Source: an optimization exercise on an open RTL-to-GDS flow (aim: small area, a short achievable clock period and few clock cycles per item). Production flows keep margins and buffers that such runs may drop.
Where RTL was checked, it was by simulation tests only, not by an equivalence proof against the original.

violet:
## sr_bf16
module sr_bf16 (
    input  wire        clk,
    input  wire        rst,
    input  wire        cfg_load,
    input  wire [63:0] cfg_seed,
    input  wire [63:0] cfg_step,
    input  wire [63:0] cfg_idx_base,
    input  wire [63:0] cfg_idx_stride,
    input  wire        in_valid,
    output reg         in_ready,
    input  wire [31:0] in_data,
    output reg         out_valid,
    input  wire        out_ready,
    output reg  [15:0] out_data
);
export LEC_CHECK = 0
export CAP_MARGIN = 20
export CORE_MARGIN = 2
export CORE_UTILIZATION = 40
export PLACE_DENSITY = 0.6
export SLEW_MARGIN = 20
create_clock -name core_clock -period 60.0 [get_ports {clk}]
standard.sh (not shown) runs the stock make flow with config.mk's settings and CLKGATE_MAP_FILE= SYNTH_SCRIPT=/design/flow/synth_recipe.tcl, a recipe that flattens the netlist after the stock synthesis.
==> flow/flow/run.sh <==
#!/bin/bash
# The standard layout (standard.sh: ORFS from the standard synthesis to
# finish, unchanged), except that
# - buffer_ports gives the ports sky130_fd_sc_hd__buf_2 buffers instead of
#   the cell it picks by default;
# - the global placement and resizing steps cap the fanout of nets at 16
#   (flow/fanout.tcl), so high-fanout nets are buffered as trees.
# make's output goes to flow.log; each ORFS step logs under orfs/logs/.
set -euo pipefail
export BUFFER_PORTS_ARGS="-buffer_cell sky130_fd_sc_hd__buf_2"
export PRE_GLOBAL_PLACE_TCL="$PWD/flow/fanout.tcl"
export PRE_RESIZE_TCL="$PWD/flow/fanout.tcl"
bash standard.sh finish > flow.log 2>&1
==> flow/flow/fanout.tcl <==
# Placement-step hook: cap the fanout of every net, so that repair_design
# splits the key-record load strobe and the other wide nets into trees of
# buffers instead of long chains.
set_max_fanout 16 [current_design]
### violet -> amber
--- a/flow/design.v
+++ b/flow/design.v
@@ -86,16 +86,27 @@
                 0: begin a = add3(a, b, ka); d = rotl(d ^ a, 16); end
                 1: begin c = add3(c, d, kc); b = rotl(b ^ c, 12); end
                 2: begin a = add2(a, b);     d = rotl(d ^ a, 8);  end
                 default: begin c = add2(c, d); b = rotl(b ^ c, 7); end
             endcase
             sr_step = {a, b, c, d};
         end
     endfunction
+    function [127:0] sr_step_nk;
+        input [127:0] st;
+        input integer j;
+        reg [31:0] a, b, c, d;
+        begin
+            a = st[127:96]; b = st[95:64]; c = st[63:32]; d = st[31:0];
+            if (j % 4 == 0) begin a = add2(a, b); d = rotl(d ^ a, 16); end
+            else            begin c = add2(c, d); b = rotl(b ^ c, 12); end
+            sr_step_nk = {a, b, c, d};
+        end
+    endfunction
     function [15:0] sr_round;
         input [31:0] x;
         input [15:0] r;
         reg [16:0] lo;
         begin
             lo = {1'b0, x[15:0]} + {1'b0, r};
             if (x[30:23] == 8'hFF && x[22:0] != 23'd0)
                 sr_round = {x[31], 15'h7FC0};                          
@@ -120,27 +131,29 @@
         pb   <= idx[63:32];
         pa_v <= !rst && !cfg_load && issue;
     end
     reg [127:0] h0;
     always @* begin
         h0 = {pa, pb, step[31:0], rotl(step[63:32] ^ pa, 16)};
         for (j = 1; j < 4; j = j + 1)
             h0 = sr_step(h0, k0[j / 4], k1[j / 4], j);
+        h0[127:96] = add2(h0[127:96], k0[1]);
     end
     reg [127:0] p1_st;
     reg         p1_v;
     always @(posedge clk) begin
         p1_st <= h0;
         p1_v  <= !rst && !cfg_load && pa_v;
     end
     reg [127:0] h1;
     always @* begin
         h1 = p1_st;
-        for (j = 4; j < 7; j = j + 1)
+        h1 = sr_step_nk(h1, 4);    
+        for (j = 5; j < 7; j = j + 1)
             h1 = sr_step(h1, k0[j / 4], k1[j / 4], j);
     end
     reg [127:0] p2_st;
     reg         p2_v;
     always @(posedge clk) begin
         p2_st <= h1;
         p2_v  <= !rst && !cfg_load && p1_v;
     end
@@ -156,27 +169,29 @@
         p3_st <= h2;
         p3_v  <= !rst && !cfg_load && p2_v;
     end
     reg [127:0] h3;
     always @* begin
         h3 = p3_st;
         for (j = 10; j < 13; j = j + 1)
             h3 = sr_step(h3, k0[j / 4], k1[j / 4], j);
+        h3[63:32] = add2(h3[63:32], k1[3]);
     end
     reg [127:0] p4_st;
     reg         p4_v;
     always @(posedge clk) begin
         p4_st <= h3;
         p4_v  <= !rst && !cfg_load && p3_v;
     end
     reg [127:0] h4;
     always @* begin
         h4 = p4_st;
-        for (j = 13; j < 16; j = j + 1)
+        h4 = sr_step_nk(h4, 13);    
+        for (j = 14; j < 16; j = j + 1)
             h4 = sr_step(h4, k0[j / 4], k1[j / 4], j);
     end
     wire [31:0] rnd  = h4[127:96] ^ h4[95:64] ^ h4[63:32] ^ h4[31:0];
     wire        push = p4_v;
     reg [15:0] rq [0:5];
     reg [2:0]  rq_wr, rq_rd;
     wire [15:0] r_head = rq[rq_rd];
     always @(posedge clk) begin
Any difference in global-route wire length before repair between amber and violet is small enough to ignore. Summary of amber over violet: fmax roughly the same. Taking violet as the reference, in amber worst setup slack after layout decreased 0.036 ns; die span in y essentially unchanged; total of hold buffers inserted after clock tree synthesis essentially unchanged. Compared with violet, amber shows a higher global-route track usage on met2. Count of buffering cells on the critical path with inverters included in amber vs violet: up 2. On area of the die, violet and amber are basically level. Post-synthesis share of cell area spent on xor and xnor gates delta for amber relative to violet: 0.30 points higher. Area growth from synthesis to layout, violet and amber: larger value in amber. In terms of final worst-path cycle share, amber and violet differ only marginally. amber vs violet, overall via count from detail_route went up by 555.
Testbench counts of amber, summed over its fixed seeds: cycles 24,056, items 24,000.
Only the layout flow was run in violet; the RTL was not checked for function there.

---

The RTL this note starts from:
==> flow/design.v <==
module sr_bf16 (
    input  wire        clk,
    input  wire        rst,
    input  wire        cfg_load,
    input  wire [63:0] cfg_seed,
    input  wire [63:0] cfg_step,
    input  wire [63:0] cfg_idx_base,
    input  wire [63:0] cfg_idx_stride,
    input  wire        in_valid,
    output reg         in_ready,
    input  wire [31:0] in_data,
    output reg         out_valid,
    input  wire        out_ready,
    output reg  [15:0] out_data
);
    reg [63:0] seed, step, stride;
    reg [63:0] idx;           
    function [31:0] rotl;
        input [31:0] x;
        input integer n;
        begin
            rotl = (x << n) | (x >> (32 - n));
        end
    endfunction
    function [31:0] add2;
        input [31:0] x, y;
        reg [31:0] p, g, pp, gg, p2, g2;
        integer i, l;
        begin
            p = x ^ y; g = x & y; pp = p; gg = g;
            for (l = 0; l < 5; l = l + 1) begin
                g2 = gg; p2 = pp;
                for (i = 0; i < 32; i = i + 1)
                    if ((i >> l) % 2 == 1) begin
                        gg[i] = g2[i] | (p2[i] & g2[((i >> l) << l) - 1]);
                        pp[i] = p2[i] & p2[((i >> l) << l) - 1];
                    end
            end
            add2 = p ^ {gg[30:0], 1'b0};
        end
    endfunction
    function [63:0] add64;
        input [63:0] x, y;
        reg [63:0] p, g, pp, gg, p2, g2;
        integer i, l;
        begin
            p = x ^ y; g = x & y; pp = p; gg = g;
            for (l = 0; l < 6; l = l + 1) begin
                g2 = gg; p2 = pp;
                for (i = 0; i < 64; i = i + 1)
                    if ((i >> l) % 2 == 1) begin
                        gg[i] = g2[i] | (p2[i] & g2[((i >> l) << l) - 1]);
                        pp[i] = p2[i] & p2[((i >> l) << l) - 1];
                    end
            end
            add64 = p ^ {gg[62:0], 1'b0};
        end
    endfunction
    function [31:0] add3;
        input [31:0] x, y, z;
        reg [31:0] s, c;
        begin
            s = x ^ y ^ z;
            c = (x & y) | (x & z) | (y & z);
            add3 = add2(s, {c[30:0], 1'b0});
        end
    endfunction
    wire [31:0] k0 [0:3];
    wire [31:0] k1 [0:3];
    assign k0[0] = seed[31:0];
    assign k1[0] = seed[63:32];
    assign k0[1] = add2(seed[31:0], 32'h9e3779b9);
    assign k1[1] = add2(seed[63:32], 32'hbb67ae85);
    assign k0[2] = add2(seed[31:0], 32'h3c6ef372);
    assign k1[2] = add2(seed[63:32], 32'h76cf5d0a);
    assign k0[3] = add2(seed[31:0], 32'hdaa66d2b);
    assign k1[3] = add2(seed[63:32], 32'h32370b8f);
    function [127:0] sr_step;
        input [127:0] st;
        input [31:0]  ka, kc;
        input integer j;
        reg [31:0] a, b, c, d;
        begin
            a = st[127:96]; b = st[95:64]; c = st[63:32]; d = st[31:0];
            case (j % 4)
                0: begin a = add3(a, b, ka); d = rotl(d ^ a, 16); end
                1: begin c = add3(c, d, kc); b = rotl(b ^ c, 12); end
                2: begin a = add2(a, b);     d = rotl(d ^ a, 8);  end
                default: begin c = add2(c, d); b = rotl(b ^ c, 7); end
            endcase
            sr_step = {a, b, c, d};
        end
    endfunction
    function [15:0] sr_round;
        input [31:0] x;
        input [15:0] r;
        reg [16:0] lo;
        begin
            lo = {1'b0, x[15:0]} + {1'b0, r};
            if (x[30:23] == 8'hFF && x[22:0] != 23'd0)
                sr_round = {x[31], 15'h7FC0};                          
            else if (lo[16] && x[30:16] != 15'h7F7F)
                sr_round = x[31:16] + 16'd1;
            else
                sr_round = x[31:16];
        end
    endfunction
    integer j;
    reg  [2:0] rq_n;          
    reg  [3:0] gen_n;
    reg          x_v;          
    always @* begin
        gen_n = rq_n + pa_v + p1_v + p2_v + p3_v + p4_v;
    end
    wire issue = gen_n - x_v < 4'd6;
    reg [31:0] pa, pb;
    reg        pa_v;
    always @(posedge clk) begin
        pa   <= add3(idx[31:0], idx[63:32], k0[0]);
        pb   <= idx[63:32];
        pa_v <= !rst && !cfg_load && issue;
    end
    reg [127:0] h0;
    always @* begin
        h0 = {pa, pb, step[31:0], rotl(step[63:32] ^ pa, 16)};
        for (j = 1; j < 4; j = j + 1)
            h0 = sr_step(h0, k0[j / 4], k1[j / 4], j);
    end
    reg [127:0] p1_st;
    reg         p1_v;
    always @(posedge clk) begin
        p1_st <= h0;
        p1_v  <= !rst && !cfg_load && pa_v;
    end
    reg [127:0] h1;
    always @* begin
        h1 = p1_st;
        for (j = 4; j < 7; j = j + 1)
            h1 = sr_step(h1, k0[j / 4], k1[j / 4], j);
    end
    reg [127:0] p2_st;
    reg         p2_v;
    always @(posedge clk) begin
        p2_st <= h1;
        p2_v  <= !rst && !cfg_load && p1_v;
    end
    reg [127:0] h2;
    always @* begin
        h2 = p2_st;
        for (j = 7; j < 10; j = j + 1)
            h2 = sr_step(h2, k0[j / 4], k1[j / 4], j);
    end
    reg [127:0] p3_st;
    reg         p3_v;
    always @(posedge clk) begin
        p3_st <= h2;
        p3_v  <= !rst && !cfg_load && p2_v;
    end
    reg [127:0] h3;
    always @* begin
        h3 = p3_st;
        for (j = 10; j < 13; j = j + 1)
            h3 = sr_step(h3, k0[j / 4], k1[j / 4], j);
    end
    reg [127:0] p4_st;
    reg         p4_v;
    always @(posedge clk) begin
        p4_st <= h3;
        p4_v  <= !rst && !cfg_load && p3_v;
    end
    reg [127:0] h4;
    always @* begin
        h4 = p4_st;
        for (j = 13; j < 16; j = j + 1)
            h4 = sr_step(h4, k0[j / 4], k1[j / 4], j);
    end
    wire [31:0] rnd  = h4[127:96] ^ h4[95:64] ^ h4[63:32] ^ h4[31:0];
    wire        push = p4_v;
    reg [15:0] rq [0:5];
    reg [2:0]  rq_wr, rq_rd;
    wire [15:0] r_head = rq[rq_rd];
    always @(posedge clk) begin
        if (push)
            rq[rq_wr] <= rnd[15:0];
        if (rst || cfg_load) begin
            rq_n  <= 3'd0;
            rq_wr <= 3'd0;
            rq_rd <= 3'd0;
        end else begin
            rq_n  <= rq_n + push - x_v;
            if (push) rq_wr <= (rq_wr == 3'd5) ? 3'd0 : rq_wr + 1'b1;
            if (x_v)  rq_rd <= (rq_rd == 3'd5) ? 3'd0 : rq_rd + 1'b1;
        end
        if (cfg_load) begin
            seed   <= cfg_seed;
            step   <= cfg_step;
            stride <= cfg_idx_stride;
            idx    <= cfg_idx_base;
        end else if (issue) begin
            idx    <= add64(idx, stride);
        end
    end
    reg         rdy;           
    wire        accept = in_valid && rdy;
    reg  [31:0] x_q;
    always @(posedge clk) begin
        x_q <= in_data;
        x_v <= !rst && accept;
    end
    wire [15:0] res = sr_round(x_q, r_head);
    reg  [2:0]  t;
    reg  [15:0] q1, q2;
    wire        pop = t[0] && out_ready;
    wire [3:0] r_av = rq_n + push + p3_v - x_v;
    wire r_ok0 = r_av >= 4'd1;      
    wire r_ok1 = r_av >= 4'd2;      
    wire [2:0] o_n = t[0] + t[1] + t[2] + x_v;
    wire o_ok00 = o_n <= 3'd2;          
    wire o_ok01 = o_n <= 3'd1;          
    wire o_ok11 = o_n <= 3'd2;          
    wire rdy_0 = r_ok0 && o_ok00;
    wire rdy_1 = r_ok1 && o_ok01;
    wire rdy_p0 = r_ok0;                
    wire rdy_p1 = r_ok1 && o_ok11;
    wire [15:0] head_h = t[0] ? out_data : res;
    wire [15:0] head_p = t[1] ? q1 : res;
    wire [15:0] q1_h   = (t[0] && !t[1]) ? res : q1;
    wire [15:0] q1_p   = (t[1] && !t[2]) ? res : q2;
    wire [15:0] q2_h   = (t[1] && !t[2]) ? res : q2;
    always @(posedge clk) begin
        if (rst) begin
            t         <= 3'd0;
            out_valid <= 1'b0;
            in_ready  <= 1'b0;
            rdy       <= 1'b0;
        end else begin
            if (x_v && !pop)
                t <= {t[1:0], 1'b1};
            else if (pop && !x_v)
                t <= {1'b0, t[2:1]};
            out_valid <= x_v || t[1] || (out_valid && !out_ready);
            if (cfg_load) begin
                in_ready <= 1'b0;
                rdy      <= 1'b0;
            end else begin
                in_ready <= pop ? (accept ? rdy_p1 : rdy_p0) : (accept ? rdy_1 : rdy_0);
                rdy      <= accept ? (pop ? rdy_p1 : rdy_1) : (pop ? rdy_p0 : rdy_0);
            end
        end
        out_data <= pop ? head_p : head_h;
        q1       <= pop ? q1_p : q1_h;
        q2       <= pop ? res : q2_h;
    end
endmodule
clock: 60.0 ns
lec_check: 0
cap_margin: 20
core_margin: 2
core_utilization: 40
place_density: 0.6
slew_margin: 20
run.sh (not shown) runs the stock make flow with config.mk's settings and CLKGATE_MAP_FILE= SYNTH_SCRIPT=/design/flow/synth_recipe.tcl, a recipe that flattens the netlist after the stock synthesis.
Stock flow here: none of the scripts above is used.
The starting point finished clean.
Then changed:
--- a/flow/design.v
+++ b/flow/design.v
@@ -40,21 +40,4 @@
         end
     endfunction
-    function [63:0] add64;
-        input [63:0] x, y;
-        reg [63:0] p, g, pp, gg, p2, g2;
-        integer i, l;
-        begin
-            p = x ^ y; g = x & y; pp = p; gg = g;
-            for (l = 0; l < 6; l = l + 1) begin
-                g2 = gg; p2 = pp;
-                for (i = 0; i < 64; i = i + 1)
-                    if ((i >> l) % 2 == 1) begin
-                        gg[i] = g2[i] | (p2[i] & g2[((i >> l) << l) - 1]);
-                        pp[i] = p2[i] & p2[((i >> l) << l) - 1];
-                    end
-            end
-            add64 = p ^ {gg[62:0], 1'b0};
-        end
-    endfunction
     function [31:0] add3;
         input [31:0] x, y, z;
@@ -70,10 +53,10 @@
     assign k0[0] = seed[31:0];
     assign k1[0] = seed[63:32];
-    assign k0[1] = add2(seed[31:0], 32'h9e3779b9);
-    assign k1[1] = add2(seed[63:32], 32'hbb67ae85);
-    assign k0[2] = add2(seed[31:0], 32'h3c6ef372);
-    assign k1[2] = add2(seed[63:32], 32'h76cf5d0a);
-    assign k0[3] = add2(seed[31:0], 32'hdaa66d2b);
-    assign k1[3] = add2(seed[63:32], 32'h32370b8f);
+    assign k0[1] = seed[31:0]  + 32'h9e37_79b9;
+    assign k1[1] = seed[63:32] + 32'hbb67_ae85;
+    assign k0[2] = seed[31:0]  + 32'h3c6e_f372;
+    assign k1[2] = seed[63:32] + 32'h76cf_5d0a;
+    assign k0[3] = seed[31:0]  + 32'hdaa6_6d2b;
+    assign k1[3] = seed[63:32] + 32'h3237_0b8f;
     function [127:0] sr_step;
         input [127:0] st;
@@ -95,13 +78,14 @@
         input [31:0] x;
         input [15:0] r;
-        reg [16:0] lo;
-        begin
-            lo = {1'b0, x[15:0]} + {1'b0, r};
-            if (x[30:23] == 8'hFF && x[22:0] != 23'd0)
-                sr_round = {x[31], 15'h7FC0};                          
-            else if (lo[16] && x[30:16] != 15'h7F7F)
-                sr_round = x[31:16] + 16'd1;
-            else
-                sr_round = x[31:16];
+        reg [31:0] sum;
+        begin
+            if (x[30:23] == 8'hFF) begin
+                if (x[22:0] != 23'd0) sr_round = {x[31], 15'h7FC0};    
+                else                  sr_round = x[31:16];            
+            end else begin
+                sum = x + {16'd0, r};
+                if (sum[30:23] == 8'hFF) sr_round = {x[31], 15'h7F7F};
+                else                     sr_round = sum[31:16];
+            end
         end
     endfunction
@@ -198,5 +182,5 @@
             idx    <= cfg_idx_base;
         end else if (issue) begin
-            idx    <= add64(idx, stride);
+            idx    <= idx + stride;
         end
     end
=> The new run went through all stages and came out clean; hold slack improved by 0.030 ns; worst setup slack loses 0.035 ns; first-iteration DRC count climbs by 1.3%; synthesized area went up by 2.4%; design area went up by 2.5%; via count came out higher by 4.2%; global-route usage grows by 0.96 points; wire length is higher by 6.3%; clock-buffer cell count shrinks by 12; cell count goes up by 5.1%; non-clock buffer count rose by 3.
Testbench counts after the change, summed over its fixed seeds: cycles 24,056, items 24,000.
For the first run of this note, only the layout was checked, not whether the RTL still works.

==> re-timing with driven ports <==
No port has a modelled driver above. Below, the same layouts with a new extraction and two added sets of constraints. Step 1 (the two cells are an assumption about what drives the block):
set clk [get_ports {clk}]
set_driving_cell -lib_cell sky130_fd_sc_hd__clkbuf_16 $clk
set_driving_cell -lib_cell sky130_fd_sc_hd__buf_2 [delete_from_list [all_inputs] $clk]
Step 2, shift: input delay + t, output delay - t, t = (earliest + latest rising clock arrival at the registers) / 2. This alone moves slack from input paths to output paths. Three values: no drivers, after step 1, after step 2; two values: the first two.
run	t, ns	slack for setup (ns)	cell pins on the clock port's net
violet	0.834	46.515 / 46.533 / 45.699	1
amber	0.818	46.479 / 46.538 / 45.720	1
the first run of note 2	0.827	46.282 / 46.198 / 45.581	1
the second run of note 2	0.834	46.247 / 46.162 / 45.581	1
After both steps setup and hold are still met in every run listed. The setup slack of violet, which loses most, moves by +0.018 ns with the drivers and by -0.816 ns with both steps.
